From an optimization exercise on the open Yosys and OpenROAD flow, aimed at small area, a short achievable clock period and few clock cycles; shortcuts taken in it are not production practice. In this exercise RTL edits were held to simulation tests only and were not proved equivalent to the original. Power is estimated from default activity; no workload was simulated.

// cmp_coder
module cmp_coder (
    input  wire        clk,
    input  wire        rst,
    input  wire        in_valid,
    output wire        in_ready,
    input  wire [15:0] in_x,
    input  wire [15:0] in_nb,
    input  wire [8:0]  cfg_nwords,
    input  wire [2:0]  cfg_avg,
    input  wire [3:0]  cfg_k,
    input  wire [7:0]  cfg_a,
    input  wire [7:0]  cfg_b,
    input  wire [7:0]  cfg_c,
    input  wire [9:0]  cfg_neighbour,
    input  wire        cfg_nb_use,
    output reg         out_valid,
    input  wire        out_ready,
    output reg  [31:0] out_data,
    output reg         out_last,
    output wire [23:0] out_bits,
    output wire [8:0]  out_escapes,
    output wire [63:0] out_header,
    output reg         out_coded
);
For scale: roughly 4900 cells after synthesis, ~540 flip-flops, roughly 220 I/O pins, about 41000 sq um of cells after synthesis.
clock: 15.0 ns
lec_check: 0
abc_area: 1
cap_margin: 20
core_margin: 2
core_utilization: 40
cts_cluster_diameter: 100
cts_cluster_size: 30
slew_margin: 20
standard.sh (not shown) runs the stock make flow with config.mk's settings and CLKGATE_MAP_FILE= SYNTH_SCRIPT=/design/flow/synth_recipe.tcl, a recipe that flattens the netlist after the stock synthesis.
==> flow/flow/run.sh <==
#!/bin/bash
set -euo pipefail
cd "$(dirname "$0")/.."
MARGIN=$(cat flow/margin.txt)
PORTBUF=$(cat flow/portbuf.txt)
bash standard.sh SETUP_SLACK_MARGIN=$MARGIN TNS_END_PERCENT=100 \
  "BUFFER_PORTS_ARGS=-buffer_cell $PORTBUF" finish > flow_make.log 2>&1
==> flow/flow/margin.txt <==
10.3
==> flow/flow/portbuf.txt <==
sky130_fd_sc_hd__buf_2
Testbench counts at the start, summed over its fixed seeds: cycles 24,457.
Rerun with:
==> flow/flow/margin.txt (replaced) <==
10.5
=> Sequential cell count stays the same. Cell count climbs slightly. Sequential share of layout area drops by 0.38 points.

========
Another version of the RTL of cmp_coder (not shown whole).
For scale: ~5,000 cells after synthesis, ~550 flip-flops, about 220 I/O pins, about 42,000 sq um of cells after synthesis.
Settings: LEC_CHECK=0, ABC_AREA=1, CAP_MARGIN=20, CORE_MARGIN=2, CORE_UTILIZATION=60, CTS_CLUSTER_DIAMETER=100, CTS_CLUSTER_SIZE=30, SLEW_MARGIN=20; clock period 15.0 ns.
==> flow/flow/run.sh <==
#!/bin/bash
set -euo pipefail
cd "$(dirname "$0")/.."
MARGIN=$(cat flow/margin.txt)
bash standard.sh SETUP_SLACK_MARGIN=$MARGIN TNS_END_PERCENT=100 finish > flow_make.log 2>&1
==> flow/flow/margin.txt <==
10.5
Testbench counts at the start, summed over its fixed seeds: cycles 24,457.
Next try:
==> flow/flow/run.sh (replaced) <==
#!/bin/bash
set -euo pipefail
cd "$(dirname "$0")/.."
MARGIN=$(cat flow/margin.txt)
PORTBUF=$(cat flow/portbuf.txt)
bash standard.sh SETUP_SLACK_MARGIN=$MARGIN TNS_END_PERCENT=100 \
  "BUFFER_PORTS_ARGS=-buffer_cell $PORTBUF" finish > flow_make.log 2>&1
==> flow/flow/portbuf.txt (new file) <==
sky130_fd_sc_hd__buf_2
Outcome: The changed run went through all stages and came out clean; sequential power stays flat; synthesized cell count stays the same; non-clock buffer count fell by 7; maximum frequency rose by 1.6%; combinational power went down by about 0.8%; cell area went down by 2.5%; die area does not change; power fell by 0.98%; routed wire length falls by 1.7%; via count falls by 1.3%.

========
cmp_coder with an RTL version that a note above also has.
Size in the first run: about 4900 cells after synthesis, ~220 I/O pins.
==> flow/config.mk <==
export PLATFORM = sky130hd
export DESIGN_NAME = cmp_coder
export DESIGN_NICKNAME = cmp_coder
export VERILOG_FILES = /design/flow/design.v
export SDC_FILE = /design/flow/constraint.sdc
export NUM_CORES = 4
export LEC_CHECK = 0
export ABC_AREA = 1
export CAP_MARGIN = 20
export CORE_MARGIN = 2
export CORE_UTILIZATION = 50
export CTS_CLUSTER_DIAMETER = 100
export CTS_CLUSTER_SIZE = 30
export SLEW_MARGIN = 20
==> flow/constraint.sdc <==
create_clock -name core_clock -period 15.0 [get_ports {clk}]
set_input_delay 3.0000 -clock core_clock [delete_from_list [all_inputs] [get_ports {clk}]]
set_output_delay 3.0000 -clock core_clock [all_outputs]
set_load 0.01 [all_outputs]
==> flow/flow/run.sh <==
#!/bin/bash
set -euo pipefail
cd "$(dirname "$0")/.."
MARGIN=$(cat flow/margin.txt)
PORTBUF=$(cat flow/portbuf.txt)
bash standard.sh SETUP_SLACK_MARGIN=$MARGIN TNS_END_PERCENT=100 \
  "BUFFER_PORTS_ARGS=-buffer_cell $PORTBUF" finish > flow_make.log 2>&1
==> flow/flow/portbuf.txt <==
sky130_fd_sc_hd__buf_2
Scripts as last shown in full above: flow/flow/margin.txt
Testbench counts at the start, summed over its fixed seeds: cycles 24,457.
Then changed:
==> flow/flow/portbuf.txt (replaced) <==
sky130_fd_sc_hd__buf_1
- CORE_UTILIZATION: 50 -> 40
=> Design area barely changes; final cell count went up by 4.7%; sequential share of layout area is about the same; via count went down by about 0.8%; sequential cell count is unchanged; clock power went up by about 9%; register-to-register slack gets worse by 50 ps; die area went up by about 25%; global-route usage went down by 5.8 points; worst hold slack gets worse by 6.4 ps.

[separate check: timing with driven ports]
Ports are ideal in the flow. The routed layouts listed here were re-timed in OpenROAD.
Step 1, drivers: a clkbuf_16 drives clk and a buf_2 each remaining input, both assumed.
Step 2 also shifts input and output timing later by t, the mid clock arrival at the registers, as if the neighbouring blocks saw the same clock.
Slacks: ideal / step 1 / step 2; pairs: ideal / step 1.
run	shift t [ns]	setup WS [ns]	hold slack, ns	worst setup path at the end	worst register clock-pin slew, ns
the first run of note 1	0.716	10.408 / 10.408 / 10.273	0.424 / 0.424 / 0.424	input to register	0.12 / 0.12
the second run of note 1	0.714	10.592 / 10.527 / 10.287	0.423 / 0.423 / 0.423	input to register	0.12 / 0.12
the first run of note 2	0.718	10.500 / 10.484 / 9.982	0.420 / 0.420 / 0.420	input to register	0.12 / 0.12
the second run of note 2	0.712	10.571 / 10.571 / 9.969	0.430 / 0.430 / 0.430	input to register	0.12 / 0.12
the first run of note 3	0.702	10.568 / 10.519 / 10.161	0.429 / 0.429 / 0.429	input to register	0.12 / 0.12
the second run of note 3	0.723	10.517 / 10.517 / 10.300	0.423 / 0.423 / 0.423	input to register	0.12 / 0.12
After both steps every run listed still meets setup and hold. The setup slack of the second run of note 2, which loses most, moves by 0.000 ns with the drivers and by -0.602 ns with both steps.
